This is an optimization exercise on Yosys and OpenROAD, whose aim is small area, a short achievable clock period and few clock cycles per item, not a production implementation.
Function was checked by simulation only, so behaviour that the tests miss may differ from the original.

## flow/design.v (module list and top-level ports; edited modules follow where they fit)
// module sx12_fir: 238 lines
// module sx12_mul: 1545 lines
module sx12_fir (
    input  wire        clk,
    input  wire        rst,           
    input  wire [4:0]  cfg_taps,      
    input  wire [4:0]  cfg_dec,       
    input  wire        coef_we,       
    input  wire [4:0]  coef_tap,
    input  wire [31:0] coef_val,
    input  wire [4:0]  coef_shift,
    input  wire        in_valid,
    output wire        in_ready,
    input  wire [31:0] in_data,
    output reg         out_valid,
    output reg  [31:0] out_data,
    output reg         out_sat
);
  // ...
==> flow/run.sh <==
#!/bin/bash
# synth_recipe.tcl (not shown) runs the flow's synth.tcl, then flattens the netlist and writes it again
# the make line also repeats each setting of config.mk as NAME=value (left out here)
make -C /OpenROAD-flow-scripts/flow DESIGN_CONFIG=/design/flow/config.mk WORK_HOME=/design/flow/orfs CLKGATE_MAP_FILE= SYNTH_SCRIPT=/design/flow/synth_recipe.tcl finish
==> flow/config.mk <==
export PLATFORM = sky130hd
export DESIGN_NAME = sx12_fir
export DESIGN_NICKNAME = sx12_fir
export VERILOG_FILES = /design/flow/design.v
export SDC_FILE = /design/flow/constraint.sdc
export NUM_CORES = 4
export LEC_CHECK = 0
export CAP_MARGIN = 20
export CORE_MARGIN = 2
export CORE_UTILIZATION = 40
export SLEW_MARGIN = 20
==> flow/constraint.sdc <==
create_clock -name core_clock -period 14.0 [get_ports {clk}]
set_input_delay 2.8000 -clock core_clock [delete_from_list [all_inputs] [get_ports {clk}]]
set_output_delay 2.8000 -clock core_clock [all_outputs]
set_load 0.01 [all_outputs]
==> impl_metrics.json, run 1 <==
{
  "status": "complete, no violations",
  "met3WireLength_um": 126000,
  "worstRegToRegCells": 13,
  "grt_pass1_vias": 221502,
  "layout-drive-gt1-share_pct": 9.75,
  "postLayoutCoreUtil_pct": 43.3,
  "via_count": 242107,
  "hpwl_um": 788000,
  "synth.area.mux_share_pct": 9.27,
  "seq_share_pct": 31.0,
  "core_area_mm2": 0.699,
  "hold_class": "flip-flop to flip-flop",
  "drc": 0,
  "min_delay_worst_endpoint": "msh2[1]",
  "gr-total-overflow": 0,
  "slew_viol_final": 0,
  "dr_wl_met2_um": 476000,
  "use_met1_pct": 40.5,
  "setup_violations": 0,
  "clkbuf_count": 535,
  "syn-num-nets": 33115,
  "vias_per_cell": 6.28,
  "synth_xor_area_share_pct": 1.70,
  "wirelength_um": 1110000,
  "rows": 307,
  "die_h_um": 842,
  "use_met2_pct": 44.5,
  "ys_seq_elements": 3500,
  "seq_area_mm2": 0.0939,
  "hold_violations": 0
}
Testbench counts, summed over its fixed seeds: cycles 11,928, items 1,440.
==> module sx12_fir, before the edit <==
module sx12_fir (
    input  wire        clk,
    input  wire        rst,           
    input  wire [4:0]  cfg_taps,      
    input  wire [4:0]  cfg_dec,       
    input  wire        coef_we,       
    input  wire [4:0]  coef_tap,
    input  wire [31:0] coef_val,
    input  wire [4:0]  coef_shift,
    input  wire        in_valid,
    output wire        in_ready,
    input  wire [31:0] in_data,
    output reg         out_valid,
    output reg  [31:0] out_data,
    output reg         out_sat
);
    reg  [4:0]  taps_r, dec_r;
    reg         we_r;
    reg  [4:0]  wtap_r, wsh_r;
    reg  [31:0] wval_r;
    reg         v_r;              
    reg  [31:0] x_r;              
    reg         ir;               
    assign in_ready = ir;
    always @(posedge clk) begin
        taps_r <= cfg_taps;
        dec_r  <= cfg_dec;
        we_r   <= coef_we;
        wtap_r <= coef_tap;
        wsh_r  <= coef_shift;
        wval_r <= coef_val;
        x_r    <= in_data;
        v_r    <= in_valid & ir & ~rst;
    end
    reg  [31:0] hmem0 [0:7];
    reg  [31:0] hmem1 [0:7];
    reg  [31:0] hmem2 [0:7];
    reg  [31:0] hmem3 [0:7];
    reg  [31:0] cmem0 [0:7];
    reg  [31:0] cmem1 [0:7];
    reg  [31:0] cmem2 [0:7];
    reg  [31:0] cmem3 [0:7];
    reg  [4:0]  smem0 [0:7];
    reg  [4:0]  smem1 [0:7];
    reg  [4:0]  smem2 [0:7];
    reg  [4:0]  smem3 [0:7];
    reg  [4:0]  wptr;             
    always @(posedge clk) begin
        if (v_r) begin
            case (wptr[1:0])
                2'd0: hmem0[wptr[4:2]] <= x_r;
                2'd1: hmem1[wptr[4:2]] <= x_r;
                2'd2: hmem2[wptr[4:2]] <= x_r;
                default: hmem3[wptr[4:2]] <= x_r;
            endcase
        end
        if (we_r) begin
            case (wtap_r[1:0])
                2'd0: begin cmem0[wtap_r[4:2]] <= wval_r; smem0[wtap_r[4:2]] <= wsh_r; end
                2'd1: begin cmem1[wtap_r[4:2]] <= wval_r; smem1[wtap_r[4:2]] <= wsh_r; end
                2'd2: begin cmem2[wtap_r[4:2]] <= wval_r; smem2[wtap_r[4:2]] <= wsh_r; end
                default: begin cmem3[wtap_r[4:2]] <= wval_r; smem3[wtap_r[4:2]] <= wsh_r; end
            endcase
        end
    end
    reg  [4:0]  phase;            
    reg  [4:0]  nsamp;            
    reg         act;              
    reg  [4:0]  a_base;           
    reg  [4:0]  a_kmax;           
    reg  [2:0]  a_g;              
    reg         pnd;              
    reg  [4:0]  p_base, p_kmax;
    wire [2:0]  glast  = taps_r[4:2];             
    wire [3:0]  gsteps = {1'b0, glast} + 4'd1;    
    wire        nj      = v_r & (phase == dec_r);
    wire [4:0]  nj_kmax = (nsamp < taps_r) ? nsamp : taps_r;
    wire [4:0]  phase1  = v_r ? (nj ? 5'd0 : phase + 5'd1) : phase;
    wire [3:0]  rem     = act ? {1'b0, a_g} + 4'd1 : 4'd0;
    wire [4:0]  ebusy   = {1'b0, rem} + (pnd ? {1'b0, gsteps} : 5'd0);
    wire [4:0]  vstart  = (ebusy == 5'd0) ? 5'd1 : ebusy;
    wire        ok_noa  = nj ? (ebusy <= 5'd2) : (pnd ? (rem <= 4'd2) : 1'b1);
    wire        ok_a    = nj ? (vstart + {1'b0, gsteps} <= 5'd2) : (ebusy <= 5'd2);
    wire        may_a   = (phase1 == dec_r);
    always @(posedge clk) begin
        if (rst) begin
            ir    <= 1'b1;
            phase <= 5'd0;
            nsamp <= 5'd0;
            wptr  <= 5'd0;
            act   <= 1'b0;
            pnd   <= 1'b0;
        end else begin
            ir <= (in_valid & ir & may_a) ? ok_a : ok_noa;
            if (v_r) begin
                wptr  <= wptr + 5'd1;
                phase <= phase1;
                if (nsamp != 5'd31)
                    nsamp <= nsamp + 5'd1;
            end
            if (act && a_g != 3'd0) begin
                a_g <= a_g - 3'd1;
                if (nj) begin
                    pnd    <= 1'b1;
                    p_base <= wptr;
                    p_kmax <= nj_kmax;
                end
            end else if (pnd) begin
                act    <= 1'b1;
                a_base <= p_base;
                a_kmax <= p_kmax;
                a_g    <= glast;
                pnd    <= nj;
                p_base <= wptr;
                p_kmax <= nj_kmax;
            end else begin
                act    <= nj;
                a_base <= wptr;
                a_kmax <= nj_kmax;
                a_g    <= glast;
            end
        end
    end
    wire [1:0]  beta = a_base[1:0];
    wire [2:0]  bB   = a_base[4:2];
    wire [2:0]  ha0  = bB - a_g;
    wire [2:0]  ha1  = bB - a_g - {2'd0, (beta < 2'd1)};
    wire [2:0]  ha2  = bB - a_g - {2'd0, (beta < 2'd2)};
    wire [2:0]  ha3  = bB - a_g - {2'd0, (beta < 2'd3)};
    wire [31:0] hb0  = hmem0[ha0];
    wire [31:0] hb1  = hmem1[ha1];
    wire [31:0] hb2  = hmem2[ha2];
    wire [31:0] hb3  = hmem3[ha3];
    reg  [31:0] rx0, rx1, rx2, rx3;
    reg  [31:0] rc0, rc1, rc2, rc3;
    reg  [4:0]  rs0, rs1, rs2, rs3;
    reg         r_v, r_first, r_last;
    function [31:0] pick;
        input [1:0]  sel;
        input [31:0] d0, d1, d2, d3;
        begin
            case (sel)
                2'd0: pick = d0;
                2'd1: pick = d1;
                2'd2: pick = d2;
                default: pick = d3;
            endcase
        end
    endfunction
    wire [4:0]  k0 = {a_g, 2'd0};
    wire        ok0 = (k0 <= a_kmax);
    wire        ok1 = ((k0 | 5'd1) <= a_kmax);
    wire        ok2 = ((k0 | 5'd2) <= a_kmax);
    wire        ok3 = ((k0 | 5'd3) <= a_kmax);
    always @(posedge clk) begin
        rx0 <= pick(beta,         hb0, hb1, hb2, hb3);
        rx1 <= pick(beta - 2'd1,  hb0, hb1, hb2, hb3);
        rx2 <= pick(beta - 2'd2,  hb0, hb1, hb2, hb3);
        rx3 <= pick(beta - 2'd3,  hb0, hb1, hb2, hb3);
        rc0 <= ok0 ? cmem0[a_g] : 32'd0;
        rc1 <= ok1 ? cmem1[a_g] : 32'd0;
        rc2 <= ok2 ? cmem2[a_g] : 32'd0;
        rc3 <= ok3 ? cmem3[a_g] : 32'd0;
        rs0 <= ok0 ? smem0[a_g] : 5'd0;
        rs1 <= ok1 ? smem1[a_g] : 5'd0;
        rs2 <= ok2 ? smem2[a_g] : 5'd0;
        rs3 <= ok3 ? smem3[a_g] : 5'd0;
        r_first <= (a_g == glast);
        r_last  <= (a_g == 3'd0);
    end
    wire [63:0] ps0, pc0, ps1, pc1, ps2, pc2, ps3, pc3;
    sx12_mul mul0 (.a(rx0), .b(rc0), .s(ps0), .c(pc0));
    sx12_mul mul1 (.a(rx1), .b(rc1), .s(ps1), .c(pc1));
    sx12_mul mul2 (.a(rx2), .b(rc2), .s(ps2), .c(pc2));
    sx12_mul mul3 (.a(rx3), .b(rc3), .s(ps3), .c(pc3));
    reg  [63:0] ms0, mc0, ms1, mc1, ms2, mc2, ms3, mc3;
    reg  [4:0]  msh0, msh1, msh2, msh3;
    reg         m_v, m_first, m_last;
    always @(posedge clk) begin
        ms0 <= ps0; mc0 <= pc0; msh0 <= rs0;
        ms1 <= ps1; mc1 <= pc1; msh1 <= rs1;
        ms2 <= ps2; mc2 <= pc2; msh2 <= rs2;
        ms3 <= ps3; mc3 <= pc3; msh3 <= rs3;
        m_first <= r_first;
        m_last  <= r_last;
    end
    wire signed [63:0] pr0 = ms0 + mc0;
    wire signed [63:0] pr1 = ms1 + mc1;
    wire signed [63:0] pr2 = ms2 + mc2;
    wire signed [63:0] pr3 = ms3 + mc3;
    reg  signed [63:0] t0, t1, t2, t3;
    reg         t_v, t_first, t_last;
    always @(posedge clk) begin
        t0 <= pr0 >>> msh0;
        t1 <= pr1 >>> msh1;
        t2 <= pr2 >>> msh2;
        t3 <= pr3 >>> msh3;
        t_first <= m_first;
        t_last  <= m_last;
    end
    reg  [68:0] acc;              
    reg         a_done;
    wire [68:0] e0 = {{5{t0[63]}}, t0};
    wire [68:0] e1 = {{5{t1[63]}}, t1};
    wire [68:0] e2 = {{5{t2[63]}}, t2};
    wire [68:0] e3 = {{5{t3[63]}}, t3};
    wire [68:0] e4 = t_first ? 69'h40000000 : acc;
    wire [68:0] q1s = e0 ^ e1 ^ e2;
    wire [68:0] q1c = ((e0 & e1) | (e0 & e2) | (e1 & e2)) << 1;
    wire [68:0] q2s = q1s ^ q1c ^ e3;
    wire [68:0] q2c = ((q1s & q1c) | (q1s & e3) | (q1c & e3)) << 1;
    wire [68:0] q3s = q2s ^ q2c ^ e4;
    wire [68:0] q3c = ((q2s & q2c) | (q2s & e4) | (q2c & e4)) << 1;
    always @(posedge clk) begin
        if (t_v)
            acc <= q3s + q3c;
    end
    wire        inrange = (acc[68:62] == {7{acc[68]}});
    always @(posedge clk) begin
        if (rst) begin
            r_v       <= 1'b0;
            m_v       <= 1'b0;
            t_v       <= 1'b0;
            a_done    <= 1'b0;
            out_valid <= 1'b0;
        end else begin
            r_v       <= act;
            m_v       <= r_v;
            t_v       <= m_v;
            a_done    <= t_v & t_last;
            out_valid <= a_done;
        end
        if (a_done) begin
            out_sat  <= ~inrange;
            out_data <= inrange ? acc[62:31] : (acc[68] ? 32'h80000000 : 32'h7fffffff);
        end
    end
endmodule
==> run 2, diff against run 1 <==
--- a/flow/design.v
+++ b/flow/design.v
@@ -59,125 +59,150 @@
                 2'd0: begin cmem0[wtap_r[4:2]] <= wval_r; smem0[wtap_r[4:2]] <= wsh_r; end
                 2'd1: begin cmem1[wtap_r[4:2]] <= wval_r; smem1[wtap_r[4:2]] <= wsh_r; end
                 2'd2: begin cmem2[wtap_r[4:2]] <= wval_r; smem2[wtap_r[4:2]] <= wsh_r; end
                 default: begin cmem3[wtap_r[4:2]] <= wval_r; smem3[wtap_r[4:2]] <= wsh_r; end
             endcase
         end
     end
     reg  [4:0]  phase;            
+    reg         plast;            
     reg  [4:0]  nsamp;            
     reg         act;              
-    reg  [4:0]  a_base;           
+    reg  [1:0]  a_beta;           
+    reg  [2:0]  ha0, ha1, ha2, ha3;    
     reg  [4:0]  a_kmax;           
     reg  [2:0]  a_g;              
     reg         pnd;              
     reg  [4:0]  p_base, p_kmax;
     wire [2:0]  glast  = taps_r[4:2];             
     wire [3:0]  gsteps = {1'b0, glast} + 4'd1;    
-    wire        nj      = v_r & (phase == dec_r);
+    wire        nj      = v_r & plast;
     wire [4:0]  nj_kmax = (nsamp < taps_r) ? nsamp : taps_r;
-    wire [4:0]  phase1  = v_r ? (nj ? 5'd0 : phase + 5'd1) : phase;
+    wire [4:0]  phase1  = v_r ? (plast ? 5'd0 : phase + 5'd1) : phase;
+    wire        plast1  = (phase1 == dec_r);
     wire [3:0]  rem     = act ? {1'b0, a_g} + 4'd1 : 4'd0;
     wire [4:0]  ebusy   = {1'b0, rem} + (pnd ? {1'b0, gsteps} : 5'd0);
     wire [4:0]  vstart  = (ebusy == 5'd0) ? 5'd1 : ebusy;
     wire        ok_noa  = nj ? (ebusy <= 5'd2) : (pnd ? (rem <= 4'd2) : 1'b1);
     wire        ok_a    = nj ? (vstart + {1'b0, gsteps} <= 5'd2) : (ebusy <= 5'd2);
-    wire        may_a   = (phase1 == dec_r);
+    wire        ir_if_v = (ir & plast1) ? ok_a : ok_noa;
+    wire        next_done = ~act | (a_g == 3'd0);
+    wire [4:0]  s_base  = pnd ? p_base : wptr;
+    wire [4:0]  s_kmax  = pnd ? p_kmax : nj_kmax;
+    wire [2:0]  s_hb    = s_base[4:2] - glast;
     always @(posedge clk) begin
         if (rst) begin
             ir    <= 1'b1;
             phase <= 5'd0;
+            plast <= (cfg_dec == 5'd0);
             nsamp <= 5'd0;
             wptr  <= 5'd0;
             act   <= 1'b0;
             pnd   <= 1'b0;
         end else begin
-            ir <= (in_valid & ir & may_a) ? ok_a : ok_noa;
+            ir    <= in_valid ? ir_if_v : ok_noa;
+            phase <= phase1;
+            plast <= plast1;
             if (v_r) begin
                 wptr  <= wptr + 5'd1;
-                phase <= phase1;
                 if (nsamp != 5'd31)
                     nsamp <= nsamp + 5'd1;
             end
-            if (act && a_g != 3'd0) begin
+            if (!next_done) begin
                 a_g <= a_g - 3'd1;
+                ha0 <= ha0 + 3'd1;
+                ha1 <= ha1 + 3'd1;
+                ha2 <= ha2 + 3'd1;
+                ha3 <= ha3 + 3'd1;
                 if (nj) begin
                     pnd    <= 1'b1;
                     p_base <= wptr;
                     p_kmax <= nj_kmax;
                 end
-            end else if (pnd) begin
-                act    <= 1'b1;
-                a_base <= p_base;
-                a_kmax <= p_kmax;
-                a_g    <= glast;
-                pnd    <= nj;
+            end else begin
+                act    <= pnd | nj;
+                pnd    <= pnd & nj;
                 p_base <= wptr;
                 p_kmax <= nj_kmax;
-            end else begin
-                act    <= nj;
-                a_base <= wptr;
-                a_kmax <= nj_kmax;
+                a_beta <= s_base[1:0];
+                a_kmax <= s_kmax;
                 a_g    <= glast;
+                ha0    <= s_hb;
+                ha1    <= s_hb - {2'd0, (s_base[1:0] < 2'd1)};
+                ha2    <= s_hb - {2'd0, (s_base[1:0] < 2'd2)};
+                ha3    <= s_hb - {2'd0, (s_base[1:0] < 2'd3)};
             end
         end
     end
-    wire [1:0]  beta = a_base[1:0];
-    wire [2:0]  bB   = a_base[4:2];
-    wire [2:0]  ha0  = bB - a_g;
-    wire [2:0]  ha1  = bB - a_g - {2'd0, (beta < 2'd1)};
-    wire [2:0]  ha2  = bB - a_g - {2'd0, (beta < 2'd2)};
-    wire [2:0]  ha3  = bB - a_g - {2'd0, (beta < 2'd3)};
+    wire [1:0]  beta = a_beta;
     wire [31:0] hb0  = hmem0[ha0];
     wire [31:0] hb1  = hmem1[ha1];
     wire [31:0] hb2  = hmem2[ha2];
     wire [31:0] hb3  = hmem3[ha3];
     reg  [31:0] rx0, rx1, rx2, rx3;
-    reg  [31:0] rc0, rc1, rc2, rc3;
+    reg  [15:0] ro0, ro1, ro2, ro3;       
+    reg  [15:0] rt0, rt1, rt2, rt3;
+    reg  [15:0] rn0, rn1, rn2, rn3;
     reg  [4:0]  rs0, rs1, rs2, rs3;
     reg         r_v, r_first, r_last;
     function [31:0] pick;
         input [1:0]  sel;
         input [31:0] d0, d1, d2, d3;
         begin
             case (sel)
                 2'd0: pick = d0;
                 2'd1: pick = d1;
                 2'd2: pick = d2;
                 default: pick = d3;
             endcase
         end
     endfunction
+    function [47:0] booth;
+        input [31:0] b;
+        input        en;
+        integer i;
+        reg hi, mid, lo;
+        begin
+            for (i = 0; i < 16; i = i + 1) begin
+                hi  = b[2*i+1];
+                mid = b[2*i];
+                lo  = (i == 0) ? 1'b0 : b[2*i-1];
+                booth[i]      = en & (mid ^ lo);
+                booth[16 + i] = en & ((hi & ~mid & ~lo) | (~hi & mid & lo));
+                booth[32 + i] = en & hi;
+            end
+        end
+    endfunction
     wire [4:0]  k0 = {a_g, 2'd0};
     wire        ok0 = (k0 <= a_kmax);
     wire        ok1 = ((k0 | 5'd1) <= a_kmax);
     wire        ok2 = ((k0 | 5'd2) <= a_kmax);
     wire        ok3 = ((k0 | 5'd3) <= a_kmax);
     always @(posedge clk) begin
         rx0 <= pick(beta,         hb0, hb1, hb2, hb3);
         rx1 <= pick(beta - 2'd1,  hb0, hb1, hb2, hb3);
         rx2 <= pick(beta - 2'd2,  hb0, hb1, hb2, hb3);
         rx3 <= pick(beta - 2'd3,  hb0, hb1, hb2, hb3);
-        rc0 <= ok0 ? cmem0[a_g] : 32'd0;
-        rc1 <= ok1 ? cmem1[a_g] : 32'd0;
-        rc2 <= ok2 ? cmem2[a_g] : 32'd0;
-        rc3 <= ok3 ? cmem3[a_g] : 32'd0;
+        {rn0, rt0, ro0} <= booth(cmem0[a_g], ok0);
+        {rn1, rt1, ro1} <= booth(cmem1[a_g], ok1);
+        {rn2, rt2, ro2} <= booth(cmem2[a_g], ok2);
+        {rn3, rt3, ro3} <= booth(cmem3[a_g], ok3);
         rs0 <= ok0 ? smem0[a_g] : 5'd0;
         rs1 <= ok1 ? smem1[a_g] : 5'd0;
         rs2 <= ok2 ? smem2[a_g] : 5'd0;
         rs3 <= ok3 ? smem3[a_g] : 5'd0;
         r_first <= (a_g == glast);
         r_last  <= (a_g == 3'd0);
     end
     wire [63:0] ps0, pc0, ps1, pc1, ps2, pc2, ps3, pc3;
-    sx12_mul mul0 (.a(rx0), .b(rc0), .s(ps0), .c(pc0));
-    sx12_mul mul1 (.a(rx1), .b(rc1), .s(ps1), .c(pc1));
-    sx12_mul mul2 (.a(rx2), .b(rc2), .s(ps2), .c(pc2));
-    sx12_mul mul3 (.a(rx3), .b(rc3), .s(ps3), .c(pc3));
+    sx12_mul mul0 (.a(rx0), .bone(ro0), .btwo(rt0), .bneg(rn0), .s(ps0), .c(pc0));
+    sx12_mul mul1 (.a(rx1), .bone(ro1), .btwo(rt1), .bneg(rn1), .s(ps1), .c(pc1));
+    sx12_mul mul2 (.a(rx2), .bone(ro2), .btwo(rt2), .bneg(rn2), .s(ps2), .c(pc2));
+    sx12_mul mul3 (.a(rx3), .bone(ro3), .btwo(rt3), .bneg(rn3), .s(ps3), .c(pc3));
     reg  [63:0] ms0, mc0, ms1, mc1, ms2, mc2, ms3, mc3;
     reg  [4:0]  msh0, msh1, msh2, msh3;
     reg         m_v, m_first, m_last;
     always @(posedge clk) begin
         ms0 <= ps0; mc0 <= pc0; msh0 <= rs0;
         ms1 <= ps1; mc1 <= pc1; msh1 <= rs1;
         ms2 <= ps2; mc2 <= pc2; msh2 <= rs2;
         ms3 <= ps3; mc3 <= pc3; msh3 <= rs3;
@@ -233,23 +258,25 @@
         if (a_done) begin
             out_sat  <= ~inrange;
             out_data <= inrange ? acc[62:31] : (acc[68] ? 32'h80000000 : 32'h7fffffff);
         end
     end
 endmodule
 module sx12_mul (
     input  wire [31:0] a,
-    input  wire [31:0] b,
+    input  wire [15:0] bone,    
+    input  wire [15:0] btwo,    
+    input  wire [15:0] bneg,    
     output wire [63:0] s,
     output wire [63:0] c
 );
-    wire neg0 = b[1];
-    wire one0 = b[0] ^ 1'b0;
-    wire two0 = (b[1] & ~b[0] & ~1'b0) | (~b[1] & b[0] & 1'b0);
+    wire neg0 = bneg[0];
+    wire one0 = bone[0];
+    wire two0 = btwo[0];
     wire pp0_0 = ((one0 & a[0]) | (two0 & 1'b0)) ^ neg0;
     wire pp0_1 = ((one0 & a[1]) | (two0 & a[0])) ^ neg0;
     wire pp0_2 = ((one0 & a[2]) | (two0 & a[1])) ^ neg0;
     wire pp0_3 = ((one0 & a[3]) | (two0 & a[2])) ^ neg0;
     wire pp0_4 = ((one0 & a[4]) | (two0 & a[3])) ^ neg0;
     wire pp0_5 = ((one0 & a[5]) | (two0 & a[4])) ^ neg0;
     wire pp0_6 = ((one0 & a[6]) | (two0 & a[5])) ^ neg0;
     wire pp0_7 = ((one0 & a[7]) | (two0 & a[6])) ^ neg0;
@@ -273,19 +300,19 @@
     wire pp0_25 = ((one0 & a[25]) | (two0 & a[24])) ^ neg0;
     wire pp0_26 = ((one0 & a[26]) | (two0 & a[25])) ^ neg0;
     wire pp0_27 = ((one0 & a[27]) | (two0 & a[26])) ^ neg0;
     wire pp0_28 = ((one0 & a[28]) | (two0 & a[27])) ^ neg0;
     wire pp0_29 = ((one0 & a[29]) | (two0 & a[28])) ^ neg0;
     wire pp0_30 = ((one0 & a[30]) | (two0 & a[29])) ^ neg0;
     wire pp0_31 = ((one0 & a[31]) | (two0 & a[30])) ^ neg0;
     wire pp0_32 = ~(((one0 & a[31]) | (two0 & a[31])) ^ neg0);
-    wire neg1 = b[3];
-    wire one1 = b[2] ^ b[1];
-    wire two1 = (b[3] & ~b[2] & ~b[1]) | (~b[3] & b[2] & b[1]);
+    wire neg1 = bneg[1];
+    wire one1 = bone[1];
+    wire two1 = btwo[1];
     wire pp1_0 = ((one1 & a[0]) | (two1 & 1'b0)) ^ neg1;
     wire pp1_1 = ((one1 & a[1]) | (two1 & a[0])) ^ neg1;
     wire pp1_2 = ((one1 & a[2]) | (two1 & a[1])) ^ neg1;
     wire pp1_3 = ((one1 & a[3]) | (two1 & a[2])) ^ neg1;
     wire pp1_4 = ((one1 & a[4]) | (two1 & a[3])) ^ neg1;
     wire pp1_5 = ((one1 & a[5]) | (two1 & a[4])) ^ neg1;
     wire pp1_6 = ((one1 & a[6]) | (two1 & a[5])) ^ neg1;
     wire pp1_7 = ((one1 & a[7]) | (two1 & a[6])) ^ neg1;
@@ -309,19 +336,19 @@
     wire pp1_25 = ((one1 & a[25]) | (two1 & a[24])) ^ neg1;
     wire pp1_26 = ((one1 & a[26]) | (two1 & a[25])) ^ neg1;
     wire pp1_27 = ((one1 & a[27]) | (two1 & a[26])) ^ neg1;
     wire pp1_28 = ((one1 & a[28]) | (two1 & a[27])) ^ neg1;
     wire pp1_29 = ((one1 & a[29]) | (two1 & a[28])) ^ neg1;
     wire pp1_30 = ((one1 & a[30]) | (two1 & a[29])) ^ neg1;
     wire pp1_31 = ((one1 & a[31]) | (two1 & a[30])) ^ neg1;
     wire pp1_32 = ~(((one1 & a[31]) | (two1 & a[31])) ^ neg1);
-    wire neg2 = b[5];
-    wire one2 = b[4] ^ b[3];
-    wire two2 = (b[5] & ~b[4] & ~b[3]) | (~b[5] & b[4] & b[3]);
+    wire neg2 = bneg[2];
+    wire one2 = bone[2];
+    wire two2 = btwo[2];
     wire pp2_0 = ((one2 & a[0]) | (two2 & 1'b0)) ^ neg2;
     wire pp2_1 = ((one2 & a[1]) | (two2 & a[0])) ^ neg2;
     wire pp2_2 = ((one2 & a[2]) | (two2 & a[1])) ^ neg2;
     wire pp2_3 = ((one2 & a[3]) | (two2 & a[2])) ^ neg2;
     wire pp2_4 = ((one2 & a[4]) | (two2 & a[3])) ^ neg2;
     wire pp2_5 = ((one2 & a[5]) | (two2 & a[4])) ^ neg2;
     wire pp2_6 = ((one2 & a[6]) | (two2 & a[5])) ^ neg2;
     wire pp2_7 = ((one2 & a[7]) | (two2 & a[6])) ^ neg2;
@@ -345,19 +372,19 @@
     wire pp2_25 = ((one2 & a[25]) | (two2 & a[24])) ^ neg2;
     wire pp2_26 = ((one2 & a[26]) | (two2 & a[25])) ^ neg2;
     wire pp2_27 = ((one2 & a[27]) | (two2 & a[26])) ^ neg2;
     wire pp2_28 = ((one2 & a[28]) | (two2 & a[27])) ^ neg2;
     wire pp2_29 = ((one2 & a[29]) | (two2 & a[28])) ^ neg2;
     wire pp2_30 = ((one2 & a[30]) | (two2 & a[29])) ^ neg2;
     wire pp2_31 = ((one2 & a[31]) | (two2 & a[30])) ^ neg2;
     wire pp2_32 = ~(((one2 & a[31]) | (two2 & a[31])) ^ neg2);
-    wire neg3 = b[7];
-    wire one3 = b[6] ^ b[5];
-    wire two3 = (b[7] & ~b[6] & ~b[5]) | (~b[7] & b[6] & b[5]);
+    wire neg3 = bneg[3];
+    wire one3 = bone[3];
+    wire two3 = btwo[3];
     wire pp3_0 = ((one3 & a[0]) | (two3 & 1'b0)) ^ neg3;
     wire pp3_1 = ((one3 & a[1]) | (two3 & a[0])) ^ neg3;
     wire pp3_2 = ((one3 & a[2]) | (two3 & a[1])) ^ neg3;
     wire pp3_3 = ((one3 & a[3]) | (two3 & a[2])) ^ neg3;
     wire pp3_4 = ((one3 & a[4]) | (two3 & a[3])) ^ neg3;
     wire pp3_5 = ((one3 & a[5]) | (two3 & a[4])) ^ neg3;
     wire pp3_6 = ((one3 & a[6]) | (two3 & a[5])) ^ neg3;
     wire pp3_7 = ((one3 & a[7]) | (two3 & a[6])) ^ neg3;
@@ -381,19 +408,19 @@
     wire pp3_25 = ((one3 & a[25]) | (two3 & a[24])) ^ neg3;
     wire pp3_26 = ((one3 & a[26]) | (two3 & a[25])) ^ neg3;
     wire pp3_27 = ((one3 & a[27]) | (two3 & a[26])) ^ neg3;
     wire pp3_28 = ((one3 & a[28]) | (two3 & a[27])) ^ neg3;
     wire pp3_29 = ((one3 & a[29]) | (two3 & a[28])) ^ neg3;
     wire pp3_30 = ((one3 & a[30]) | (two3 & a[29])) ^ neg3;
     wire pp3_31 = ((one3 & a[31]) | (two3 & a[30])) ^ neg3;
     wire pp3_32 = ~(((one3 & a[31]) | (two3 & a[31])) ^ neg3);
-    wire neg4 = b[9];
-    wire one4 = b[8] ^ b[7];
-    wire two4 = (b[9] & ~b[8] & ~b[7]) | (~b[9] & b[8] & b[7]);
+    wire neg4 = bneg[4];
+    wire one4 = bone[4];
+    wire two4 = btwo[4];
     wire pp4_0 = ((one4 & a[0]) | (two4 & 1'b0)) ^ neg4;
     wire pp4_1 = ((one4 & a[1]) | (two4 & a[0])) ^ neg4;
     wire pp4_2 = ((one4 & a[2]) | (two4 & a[1])) ^ neg4;
     wire pp4_3 = ((one4 & a[3]) | (two4 & a[2])) ^ neg4;
     wire pp4_4 = ((one4 & a[4]) | (two4 & a[3])) ^ neg4;
     wire pp4_5 = ((one4 & a[5]) | (two4 & a[4])) ^ neg4;
     wire pp4_6 = ((one4 & a[6]) | (two4 & a[5])) ^ neg4;
     wire pp4_7 = ((one4 & a[7]) | (two4 & a[6])) ^ neg4;
@@ -417,19 +444,19 @@
     wire pp4_25 = ((one4 & a[25]) | (two4 & a[24])) ^ neg4;
     wire pp4_26 = ((one4 & a[26]) | (two4 & a[25])) ^ neg4;
     wire pp4_27 = ((one4 & a[27]) | (two4 & a[26])) ^ neg4;
     wire pp4_28 = ((one4 & a[28]) | (two4 & a[27])) ^ neg4;
     wire pp4_29 = ((one4 & a[29]) | (two4 & a[28])) ^ neg4;
     wire pp4_30 = ((one4 & a[30]) | (two4 & a[29])) ^ neg4;
     wire pp4_31 = ((one4 & a[31]) | (two4 & a[30])) ^ neg4;
     wire pp4_32 = ~(((one4 & a[31]) | (two4 & a[31])) ^ neg4);
-    wire neg5 = b[11];
-    wire one5 = b[10] ^ b[9];
-    wire two5 = (b[11] & ~b[10] & ~b[9]) | (~b[11] & b[10] & b[9]);
+    wire neg5 = bneg[5];
+    wire one5 = bone[5];
+    wire two5 = btwo[5];
     wire pp5_0 = ((one5 & a[0]) | (two5 & 1'b0)) ^ neg5;
     wire pp5_1 = ((one5 & a[1]) | (two5 & a[0])) ^ neg5;
     wire pp5_2 = ((one5 & a[2]) | (two5 & a[1])) ^ neg5;
     wire pp5_3 = ((one5 & a[3]) | (two5 & a[2])) ^ neg5;
     wire pp5_4 = ((one5 & a[4]) | (two5 & a[3])) ^ neg5;
     wire pp5_5 = ((one5 & a[5]) | (two5 & a[4])) ^ neg5;
     wire pp5_6 = ((one5 & a[6]) | (two5 & a[5])) ^ neg5;
     wire pp5_7 = ((one5 & a[7]) | (two5 & a[6])) ^ neg5;
@@ -453,19 +480,19 @@
     wire pp5_25 = ((one5 & a[25]) | (two5 & a[24])) ^ neg5;
     wire pp5_26 = ((one5 & a[26]) | (two5 & a[25])) ^ neg5;
     wire pp5_27 = ((one5 & a[27]) | (two5 & a[26])) ^ neg5;
     wire pp5_28 = ((one5 & a[28]) | (two5 & a[27])) ^ neg5;
     wire pp5_29 = ((one5 & a[29]) | (two5 & a[28])) ^ neg5;
     wire pp5_30 = ((one5 & a[30]) | (two5 & a[29])) ^ neg5;
     wire pp5_31 = ((one5 & a[31]) | (two5 & a[30])) ^ neg5;
     wire pp5_32 = ~(((one5 & a[31]) | (two5 & a[31])) ^ neg5);
-    wire neg6 = b[13];
-    wire one6 = b[12] ^ b[11];
-    wire two6 = (b[13] & ~b[12] & ~b[11]) | (~b[13] & b[12] & b[11]);
+    wire neg6 = bneg[6];
+    wire one6 = bone[6];
+    wire two6 = btwo[6];
     wire pp6_0 = ((one6 & a[0]) | (two6 & 1'b0)) ^ neg6;
     wire pp6_1 = ((one6 & a[1]) | (two6 & a[0])) ^ neg6;
     wire pp6_2 = ((one6 & a[2]) | (two6 & a[1])) ^ neg6;
     wire pp6_3 = ((one6 & a[3]) | (two6 & a[2])) ^ neg6;
     wire pp6_4 = ((one6 & a[4]) | (two6 & a[3])) ^ neg6;
     wire pp6_5 = ((one6 & a[5]) | (two6 & a[4])) ^ neg6;
     wire pp6_6 = ((one6 & a[6]) | (two6 & a[5])) ^ neg6;
     wire pp6_7 = ((one6 & a[7]) | (two6 & a[6])) ^ neg6;
@@ -489,19 +516,19 @@
     wire pp6_25 = ((one6 & a[25]) | (two6 & a[24])) ^ neg6;
     wire pp6_26 = ((one6 & a[26]) | (two6 & a[25])) ^ neg6;
     wire pp6_27 = ((one6 & a[27]) | (two6 & a[26])) ^ neg6;
     wire pp6_28 = ((one6 & a[28]) | (two6 & a[27])) ^ neg6;
     wire pp6_29 = ((one6 & a[29]) | (two6 & a[28])) ^ neg6;
     wire pp6_30 = ((one6 & a[30]) | (two6 & a[29])) ^ neg6;
     wire pp6_31 = ((one6 & a[31]) | (two6 & a[30])) ^ neg6;
     wire pp6_32 = ~(((one6 & a[31]) | (two6 & a[31])) ^ neg6);
-    wire neg7 = b[15];
-    wire one7 = b[14] ^ b[13];
-    wire two7 = (b[15] & ~b[14] & ~b[13]) | (~b[15] & b[14] & b[13]);
+    wire neg7 = bneg[7];
+    wire one7 = bone[7];
+    wire two7 = btwo[7];
     wire pp7_0 = ((one7 & a[0]) | (two7 & 1'b0)) ^ neg7;
     wire pp7_1 = ((one7 & a[1]) | (two7 & a[0])) ^ neg7;
     wire pp7_2 = ((one7 & a[2]) | (two7 & a[1])) ^ neg7;
     wire pp7_3 = ((one7 & a[3]) | (two7 & a[2])) ^ neg7;
     wire pp7_4 = ((one7 & a[4]) | (two7 & a[3])) ^ neg7;
     wire pp7_5 = ((one7 & a[5]) | (two7 & a[4])) ^ neg7;
     wire pp7_6 = ((one7 & a[6]) | (two7 & a[5])) ^ neg7;
     wire pp7_7 = ((one7 & a[7]) | (two7 & a[6])) ^ neg7;
@@ -525,19 +552,19 @@
     wire pp7_25 = ((one7 & a[25]) | (two7 & a[24])) ^ neg7;
     wire pp7_26 = ((one7 & a[26]) | (two7 & a[25])) ^ neg7;
     wire pp7_27 = ((one7 & a[27]) | (two7 & a[26])) ^ neg7;
     wire pp7_28 = ((one7 & a[28]) | (two7 & a[27])) ^ neg7;
     wire pp7_29 = ((one7 & a[29]) | (two7 & a[28])) ^ neg7;
     wire pp7_30 = ((one7 & a[30]) | (two7 & a[29])) ^ neg7;
     wire pp7_31 = ((one7 & a[31]) | (two7 & a[30])) ^ neg7;
     wire pp7_32 = ~(((one7 & a[31]) | (two7 & a[31])) ^ neg7);
-    wire neg8 = b[17];
-    wire one8 = b[16] ^ b[15];
-    wire two8 = (b[17] & ~b[16] & ~b[15]) | (~b[17] & b[16] & b[15]);
+    wire neg8 = bneg[8];
+    wire one8 = bone[8];
+    wire two8 = btwo[8];
     wire pp8_0 = ((one8 & a[0]) | (two8 & 1'b0)) ^ neg8;
     wire pp8_1 = ((one8 & a[1]) | (two8 & a[0])) ^ neg8;
     wire pp8_2 = ((one8 & a[2]) | (two8 & a[1])) ^ neg8;
     wire pp8_3 = ((one8 & a[3]) | (two8 & a[2])) ^ neg8;
     wire pp8_4 = ((one8 & a[4]) | (two8 & a[3])) ^ neg8;
     wire pp8_5 = ((one8 & a[5]) | (two8 & a[4])) ^ neg8;
     wire pp8_6 = ((one8 & a[6]) | (two8 & a[5])) ^ neg8;
     wire pp8_7 = ((one8 & a[7]) | (two8 & a[6])) ^ neg8;
@@ -561,19 +588,19 @@
     wire pp8_25 = ((one8 & a[25]) | (two8 & a[24])) ^ neg8;
     wire pp8_26 = ((one8 & a[26]) | (two8 & a[25])) ^ neg8;
     wire pp8_27 = ((one8 & a[27]) | (two8 & a[26])) ^ neg8;
     wire pp8_28 = ((one8 & a[28]) | (two8 & a[27])) ^ neg8;
     wire pp8_29 = ((one8 & a[29]) | (two8 & a[28])) ^ neg8;
     wire pp8_30 = ((one8 & a[30]) | (two8 & a[29])) ^ neg8;
     wire pp8_31 = ((one8 & a[31]) | (two8 & a[30])) ^ neg8;
     wire pp8_32 = ~(((one8 & a[31]) | (two8 & a[31])) ^ neg8);
-    wire neg9 = b[19];
-    wire one9 = b[18] ^ b[17];
-    wire two9 = (b[19] & ~b[18] & ~b[17]) | (~b[19] & b[18] & b[17]);
+    wire neg9 = bneg[9];
+    wire one9 = bone[9];
+    wire two9 = btwo[9];
     wire pp9_0 = ((one9 & a[0]) | (two9 & 1'b0)) ^ neg9;
     wire pp9_1 = ((one9 & a[1]) | (two9 & a[0])) ^ neg9;
     wire pp9_2 = ((one9 & a[2]) | (two9 & a[1])) ^ neg9;
     wire pp9_3 = ((one9 & a[3]) | (two9 & a[2])) ^ neg9;
     wire pp9_4 = ((one9 & a[4]) | (two9 & a[3])) ^ neg9;
     wire pp9_5 = ((one9 & a[5]) | (two9 & a[4])) ^ neg9;
     wire pp9_6 = ((one9 & a[6]) | (two9 & a[5])) ^ neg9;
     wire pp9_7 = ((one9 & a[7]) | (two9 & a[6])) ^ neg9;
@@ -597,19 +624,19 @@
     wire pp9_25 = ((one9 & a[25]) | (two9 & a[24])) ^ neg9;
     wire pp9_26 = ((one9 & a[26]) | (two9 & a[25])) ^ neg9;
     wire pp9_27 = ((one9 & a[27]) | (two9 & a[26])) ^ neg9;
     wire pp9_28 = ((one9 & a[28]) | (two9 & a[27])) ^ neg9;
     wire pp9_29 = ((one9 & a[29]) | (two9 & a[28])) ^ neg9;
     wire pp9_30 = ((one9 & a[30]) | (two9 & a[29])) ^ neg9;
     wire pp9_31 = ((one9 & a[31]) | (two9 & a[30])) ^ neg9;
     wire pp9_32 = ~(((one9 & a[31]) | (two9 & a[31])) ^ neg9);
-    wire neg10 = b[21];
-    wire one10 = b[20] ^ b[19];
-    wire two10 = (b[21] & ~b[20] & ~b[19]) | (~b[21] & b[20] & b[19]);
+    wire neg10 = bneg[10];
+    wire one10 = bone[10];
+    wire two10 = btwo[10];
     wire pp10_0 = ((one10 & a[0]) | (two10 & 1'b0)) ^ neg10;
     wire pp10_1 = ((one10 & a[1]) | (two10 & a[0])) ^ neg10;
     wire pp10_2 = ((one10 & a[2]) | (two10 & a[1])) ^ neg10;
     wire pp10_3 = ((one10 & a[3]) | (two10 & a[2])) ^ neg10;
     wire pp10_4 = ((one10 & a[4]) | (two10 & a[3])) ^ neg10;
     wire pp10_5 = ((one10 & a[5]) | (two10 & a[4])) ^ neg10;
     wire pp10_6 = ((one10 & a[6]) | (two10 & a[5])) ^ neg10;
     wire pp10_7 = ((one10 & a[7]) | (two10 & a[6])) ^ neg10;
@@ -633,19 +660,19 @@
     wire pp10_25 = ((one10 & a[25]) | (two10 & a[24])) ^ neg10;
     wire pp10_26 = ((one10 & a[26]) | (two10 & a[25])) ^ neg10;
     wire pp10_27 = ((one10 & a[27]) | (two10 & a[26])) ^ neg10;
     wire pp10_28 = ((one10 & a[28]) | (two10 & a[27])) ^ neg10;
     wire pp10_29 = ((one10 & a[29]) | (two10 & a[28])) ^ neg10;
     wire pp10_30 = ((one10 & a[30]) | (two10 & a[29])) ^ neg10;
     wire pp10_31 = ((one10 & a[31]) | (two10 & a[30])) ^ neg10;
     wire pp10_32 = ~(((one10 & a[31]) | (two10 & a[31])) ^ neg10);
-    wire neg11 = b[23];
-    wire one11 = b[22] ^ b[21];
-    wire two11 = (b[23] & ~b[22] & ~b[21]) | (~b[23] & b[22] & b[21]);
+    wire neg11 = bneg[11];
+    wire one11 = bone[11];
+    wire two11 = btwo[11];
     wire pp11_0 = ((one11 & a[0]) | (two11 & 1'b0)) ^ neg11;
     wire pp11_1 = ((one11 & a[1]) | (two11 & a[0])) ^ neg11;
     wire pp11_2 = ((one11 & a[2]) | (two11 & a[1])) ^ neg11;
     wire pp11_3 = ((one11 & a[3]) | (two11 & a[2])) ^ neg11;
     wire pp11_4 = ((one11 & a[4]) | (two11 & a[3])) ^ neg11;
     wire pp11_5 = ((one11 & a[5]) | (two11 & a[4])) ^ neg11;
     wire pp11_6 = ((one11 & a[6]) | (two11 & a[5])) ^ neg11;
     wire pp11_7 = ((one11 & a[7]) | (two11 & a[6])) ^ neg11;
@@ -669,19 +696,19 @@
     wire pp11_25 = ((one11 & a[25]) | (two11 & a[24])) ^ neg11;
     wire pp11_26 = ((one11 & a[26]) | (two11 & a[25])) ^ neg11;
     wire pp11_27 = ((one11 & a[27]) | (two11 & a[26])) ^ neg11;
     wire pp11_28 = ((one11 & a[28]) | (two11 & a[27])) ^ neg11;
     wire pp11_29 = ((one11 & a[29]) | (two11 & a[28])) ^ neg11;
     wire pp11_30 = ((one11 & a[30]) | (two11 & a[29])) ^ neg11;
     wire pp11_31 = ((one11 & a[31]) | (two11 & a[30])) ^ neg11;
     wire pp11_32 = ~(((one11 & a[31]) | (two11 & a[31])) ^ neg11);
-    wire neg12 = b[25];
-    wire one12 = b[24] ^ b[23];
-    wire two12 = (b[25] & ~b[24] & ~b[23]) | (~b[25] & b[24] & b[23]);
+    wire neg12 = bneg[12];
+    wire one12 = bone[12];
+    wire two12 = btwo[12];
     wire pp12_0 = ((one12 & a[0]) | (two12 & 1'b0)) ^ neg12;
     wire pp12_1 = ((one12 & a[1]) | (two12 & a[0])) ^ neg12;
     wire pp12_2 = ((one12 & a[2]) | (two12 & a[1])) ^ neg12;
     wire pp12_3 = ((one12 & a[3]) | (two12 & a[2])) ^ neg12;
     wire pp12_4 = ((one12 & a[4]) | (two12 & a[3])) ^ neg12;
     wire pp12_5 = ((one12 & a[5]) | (two12 & a[4])) ^ neg12;
     wire pp12_6 = ((one12 & a[6]) | (two12 & a[5])) ^ neg12;
     wire pp12_7 = ((one12 & a[7]) | (two12 & a[6])) ^ neg12;
@@ -705,19 +732,19 @@
     wire pp12_25 = ((one12 & a[25]) | (two12 & a[24])) ^ neg12;
     wire pp12_26 = ((one12 & a[26]) | (two12 & a[25])) ^ neg12;
     wire pp12_27 = ((one12 & a[27]) | (two12 & a[26])) ^ neg12;
     wire pp12_28 = ((one12 & a[28]) | (two12 & a[27])) ^ neg12;
     wire pp12_29 = ((one12 & a[29]) | (two12 & a[28])) ^ neg12;
     wire pp12_30 = ((one12 & a[30]) | (two12 & a[29])) ^ neg12;
     wire pp12_31 = ((one12 & a[31]) | (two12 & a[30])) ^ neg12;
     wire pp12_32 = ~(((one12 & a[31]) | (two12 & a[31])) ^ neg12);
-    wire neg13 = b[27];
-    wire one13 = b[26] ^ b[25];
-    wire two13 = (b[27] & ~b[26] & ~b[25]) | (~b[27] & b[26] & b[25]);
+    wire neg13 = bneg[13];
+    wire one13 = bone[13];
+    wire two13 = btwo[13];
     wire pp13_0 = ((one13 & a[0]) | (two13 & 1'b0)) ^ neg13;
     wire pp13_1 = ((one13 & a[1]) | (two13 & a[0])) ^ neg13;
     wire pp13_2 = ((one13 & a[2]) | (two13 & a[1])) ^ neg13;
     wire pp13_3 = ((one13 & a[3]) | (two13 & a[2])) ^ neg13;
     wire pp13_4 = ((one13 & a[4]) | (two13 & a[3])) ^ neg13;
     wire pp13_5 = ((one13 & a[5]) | (two13 & a[4])) ^ neg13;
     wire pp13_6 = ((one13 & a[6]) | (two13 & a[5])) ^ neg13;
     wire pp13_7 = ((one13 & a[7]) | (two13 & a[6])) ^ neg13;
@@ -741,19 +768,19 @@
     wire pp13_25 = ((one13 & a[25]) | (two13 & a[24])) ^ neg13;
     wire pp13_26 = ((one13 & a[26]) | (two13 & a[25])) ^ neg13;
     wire pp13_27 = ((one13 & a[27]) | (two13 & a[26])) ^ neg13;
     wire pp13_28 = ((one13 & a[28]) | (two13 & a[27])) ^ neg13;
     wire pp13_29 = ((one13 & a[29]) | (two13 & a[28])) ^ neg13;
     wire pp13_30 = ((one13 & a[30]) | (two13 & a[29])) ^ neg13;
     wire pp13_31 = ((one13 & a[31]) | (two13 & a[30])) ^ neg13;
     wire pp13_32 = ~(((one13 & a[31]) | (two13 & a[31])) ^ neg13);
-    wire neg14 = b[29];
-    wire one14 = b[28] ^ b[27];
-    wire two14 = (b[29] & ~b[28] & ~b[27]) | (~b[29] & b[28] & b[27]);
+    wire neg14 = bneg[14];
+    wire one14 = bone[14];
+    wire two14 = btwo[14];
     wire pp14_0 = ((one14 & a[0]) | (two14 & 1'b0)) ^ neg14;
     wire pp14_1 = ((one14 & a[1]) | (two14 & a[0])) ^ neg14;
     wire pp14_2 = ((one14 & a[2]) | (two14 & a[1])) ^ neg14;
     wire pp14_3 = ((one14 & a[3]) | (two14 & a[2])) ^ neg14;
     wire pp14_4 = ((one14 & a[4]) | (two14 & a[3])) ^ neg14;
     wire pp14_5 = ((one14 & a[5]) | (two14 & a[4])) ^ neg14;
     wire pp14_6 = ((one14 & a[6]) | (two14 & a[5])) ^ neg14;
     wire pp14_7 = ((one14 & a[7]) | (two14 & a[6])) ^ neg14;
@@ -777,19 +804,19 @@
     wire pp14_25 = ((one14 & a[25]) | (two14 & a[24])) ^ neg14;
     wire pp14_26 = ((one14 & a[26]) | (two14 & a[25])) ^ neg14;
     wire pp14_27 = ((one14 & a[27]) | (two14 & a[26])) ^ neg14;
     wire pp14_28 = ((one14 & a[28]) | (two14 & a[27])) ^ neg14;
     wire pp14_29 = ((one14 & a[29]) | (two14 & a[28])) ^ neg14;
     wire pp14_30 = ((one14 & a[30]) | (two14 & a[29])) ^ neg14;
     wire pp14_31 = ((one14 & a[31]) | (two14 & a[30])) ^ neg14;
     wire pp14_32 = ~(((one14 & a[31]) | (two14 & a[31])) ^ neg14);
-    wire neg15 = b[31];
-    wire one15 = b[30] ^ b[29];
-    wire two15 = (b[31] & ~b[30] & ~b[29]) | (~b[31] & b[30] & b[29]);
+    wire neg15 = bneg[15];
+    wire one15 = bone[15];
+    wire two15 = btwo[15];
     wire pp15_0 = ((one15 & a[0]) | (two15 & 1'b0)) ^ neg15;
     wire pp15_1 = ((one15 & a[1]) | (two15 & a[0])) ^ neg15;
     wire pp15_2 = ((one15 & a[2]) | (two15 & a[1])) ^ neg15;
     wire pp15_3 = ((one15 & a[3]) | (two15 & a[2])) ^ neg15;
     wire pp15_4 = ((one15 & a[4]) | (two15 & a[3])) ^ neg15;
     wire pp15_5 = ((one15 & a[5]) | (two15 & a[4])) ^ neg15;
     wire pp15_6 = ((one15 & a[6]) | (two15 & a[5])) ^ neg15;
     wire pp15_7 = ((one15 & a[7]) | (two15 & a[6])) ^ neg15;
==> flow/config.mk (replaced) <==
export PLATFORM = sky130hd
export DESIGN_NAME = sx12_fir
export DESIGN_NICKNAME = sx12_fir
export VERILOG_FILES = /design/flow/design.v
export SDC_FILE = /design/flow/constraint.sdc
export NUM_CORES = 4
export LEC_CHECK = 0
export ABC_AREA = 1
export CAP_MARGIN = 40
export CORE_MARGIN = 2
export CORE_UTILIZATION = 40
export SLEW_MARGIN = 60
==> run 2 against run 1 <==
  * Largest cell class unchanged
  * Flip-flop and latch count grew 89
  * Still clean
  * Register-to-register slack gained 1.5 ns
  * Final cell count shrank 8.4%
  * First-iteration DRC count shrank 32%
  * Wire length shrank 16%
==> impl_metrics.json, run 2 <==
{
  "via_count": 201025,
  "hold_depth": 0,
  "rows": 289,
  "hold_violations": 0,
  "cpMostUsedCell": "fa_1",
  "maxCapViolCount": 0,
  "hp-start": "rs2[3]",
  "worstRegToRegCells": 13,
  "min_delay_worst_endpoint": "msh2[3]",
  "grt_setup_unrepaired": "false",
  "critPathSlowestCell": "fa_1",
  "critPathTopFamily": "adder cells",
  "yosysSeqAreaShare_pct": 38.5,
  "tns_ns": 0,
  "critPathMaxStageDelay_ns": 0.55,
  "first_pass_iters": 8,
  "area_growth_pct": 10.5,
  "path_max_fanout": 19,
  "reg2reg_from": "ro2[7]",
  "final_cell_mix": "nand2_1 (3880), inv_1 (3843), edfxtp_1 (2342), xor2_1 (2221), nor2_1 (2134)",
  "fin_crit_sh_pct": 36.1,
  "slew_headroom_pct": 54.3,
  "synth_edf_count": 2342,
  "wirelength_um": 932000,
  "synthCells": 27291,
  "synth.largest_area_cell": "edfxtp_1",
  "hold_buffers": 0,
  "numCtsBuffers": 387,
  "die_area_mm2": 0.625,
  "die_h_um": 791,
  "final.fill_count": 59000,
  "antenna_found_initial": 90,
  "routabilityCongestion": 0.995,
  "synthFlopType": "edfxtp_1",
  "cts_resized": 0,
  "cp_cell_sequence": "clkinv_1 > buf_4 > o22ai_1 > xor2_1 > fa_1 > fa_1 > inv_1 > fa_1 > inv_1 > fa_1 > fa_1 > inv_1 > fa_1",
  "status": "complete, no violations",
  "ant_nets": 0,
  "critical_path_class": "flip-flop to flip-flop",
  "nets": 29205,
  "netlist_top_cells_area": "edfxtp_1 (28%), fa_1 (15%), dfxtp_1 (10%)",
  "r2r_setup_slack_ns": 8.94,
  "setup_violations": 0,
  "netlist_top_cells_count": "inv_1 (3935), nand2_1 (3895), edfxtp_1 (2342), xor2_1 (2247), nor2_1 (2203)",
  "hold_class": "flip-flop to flip-flop",
  "finalInstanceArea_mm2": 0.274,
  "placed_cells": 34414,
  "synthArstFlopShare_pct": 0,
  "ys_seq_elements": 3589,
  "layout-drive-gt1-share_pct": 6.89,
  "yosysMostFrequentCell": "inv_1",
  "synth_top_cell_area_share_pct": 28.4,
  "worstPathRequired_ns": 14.87,
  "cp-end-kind": "flip-flop",
  "hpwl_um": 646000,
  "gr-total-overflow": 0,
  "period_needed_ns": 5.06,
  "placed_area_mm2": 0.260,
  "clk_pin_slew_worst_paths_ns": 0.06,
  "multi_input_area_mm2": 0.132,
  "synthDistinctLibCells": 65,
  "timing.rr.end": "mc2[31]",
  "drtIter0Drc": 24677,
  "worst_slew_pin_slew_ns": 0.682,
  "cts_tree": "done",
  "fmax_mhz": 198,
  "seq_area_mm2": 0.0955,
  "vias_per_cell": 5.69,
  "io_buffers": 122,
  "die_width_um": 791,
  "fin_worst_skew_ns": 0.0821,
  "slew_viol_final": 0,
  "drc": 0,
  "cts_max_path_buffers": 4,
  "grt_max_degree": 100,
  "num_io_pins": 123,
  "root_buffer": "clkbuf_16",
  "yosysWarnings": 1,
  "syn-num-nets": 29819,
  "final_common_cell": "nand2_1",
  "cts_sinks": 3589,
  "core_area_mm2": 0.618,
  "start_kind": "flip-flop",
  "cp_data_arrival_time_ns": 5.92,
  "h-tree-depth": 5,
  "avgSynthCellArea_um2": 9.07,
  "grt_use_total_pct": 28.9,
  "clk_latency_ns": 1.07,
  "avgRoutedWirePerCell_um": 26.4,
  "initial_core_util_pct": 40.1,
  "netlist_area_mm2": 0.248,
  "crit_buf_inv": 5,
  "stdcell_count": 35337,
  "grt_pass1_wl_um": 1340000,
  "grt_pass1_vias": 195252,
  "postCtsSetupBuffers": 0
}
[run 2: cell types whose count changed after synthesis, sizes merged, moves of 609 or more]
cell	before	now
a21oi	2934	395
xor2	203	2247
nand2	2118	3942
inv	2392	4012
o22ai	635	2029
nand3	631	2008
clkbuf	2621	1286
o21ai	2527	1195
nor2	3016	2225
a211oi	786	3
mux4	641	0
mux2i	803	194
[run 2: area by class of cell]
class / instances / share of cell area [%]
Tap cell: 8148 / 3.73
Timing Repair Buffer: 733 / 2.67
Sequential cell: 3589 / 34.9
Clock buffer: 498 / 3.84
Inverter: 4042 / 5.64
Antenna cell: 177 / 0.162
Multi-Input combinational cell: 17924 / 48.2
Clock inverter: 226 / 0.882
[run 2: cell families after synthesis]
family / Yosys count / synth area share (%)
muxes: 198 / 0.802
AOI/OAI and AO/OA: 4515 / 11.4
buffers and inverters: 5778 / 8.89
adders and majority gates: 2440 / 18.0
xor gates and xnor gates: 2319 / 8.20
and+or+nand+nor: 8452 / 14.3
DFF: 3589 / 38.5
[run 2: worst max-delay path by stage]
stage	startpoint	cells after the start	to	slack, ns
floorplan	rn0[7]	13	mc0[31]	9.41
global placement	flip-flop	11	rt3[1]	8.45
detailed placement	rn1[8]	12	mc1[31]	9.13
CTS	ro0[2]	13	mc0[31]	9.08
global route	ro2[7]	13	mc2[31]	8.82
finish	ro2[7]	13	mc2[31]	8.94
[run 2: metal layers]
metal | vias to the layer above | GRT usage [%] | routed length [um]
li1 | 89367 | - | -
met1 | 97985 | 38.8 | 379000
met2 | 11405 | 42.2 | 388000
met3 | 2216 | 9.01 | 111000
met4 | 52 | 13.9 | 53300
met5 | - | 0.206 | 478
[run 2: metrics by stage]
stage	util, %	setup slack, ns	hold WS, ns
after floorplan	-	9.41	0.310
after global placement	41.6	8.45	0.311
after detailed placement	42.0	9.13	0.312
after CTS	44.1	9.08	0.325
final	44.3	8.94	0.320
after global routing	44.3	8.82	0.325
[run 2: worst reg2reg max path, delay by kind of cell, from the launching register on]
family                   cells  cell delay [ns]
AO/OA/AOI/OAI                1             0.24
XOR/XNOR                     1             0.22
adder cells (fa/ha/maj)      6             2.93
buffers and inverters        5             1.14
flip-flops                   1             0.36
Testbench counts of run 2, summed over its fixed seeds: cycles 11,928, items 1,440.

[what the ideal ports hide]
The flow's constraints put no driver on any port. The routed layouts listed below were extracted and timed again, unchanged, in two steps. Step 1, drivers: a clkbuf_16 drives clk and a buf_2 each remaining input, both assumed. Step 2, shift: input delay + t, output delay - t, t = (earliest + latest rising clock arrival at the registers) / 2. This alone moves slack from input paths to output paths. Three values: no drivers, after step 1, after step 2; two values: the first two.
run	shift t [ns]	slack for setup (ns)	hold WS [ns]	latest minus earliest clock arrival (ns)	pins driven straight from the clock port
run 1	1.179	7.429 / 7.429 / 7.429	0.321 / 0.321 / 0.321	0.119 / 0.119	1
run 2	1.178	8.945 / 8.945 / 8.945	0.320 / 0.320 / 0.320	0.108 / 0.108	1
After both steps setup and hold are still met in every run listed.
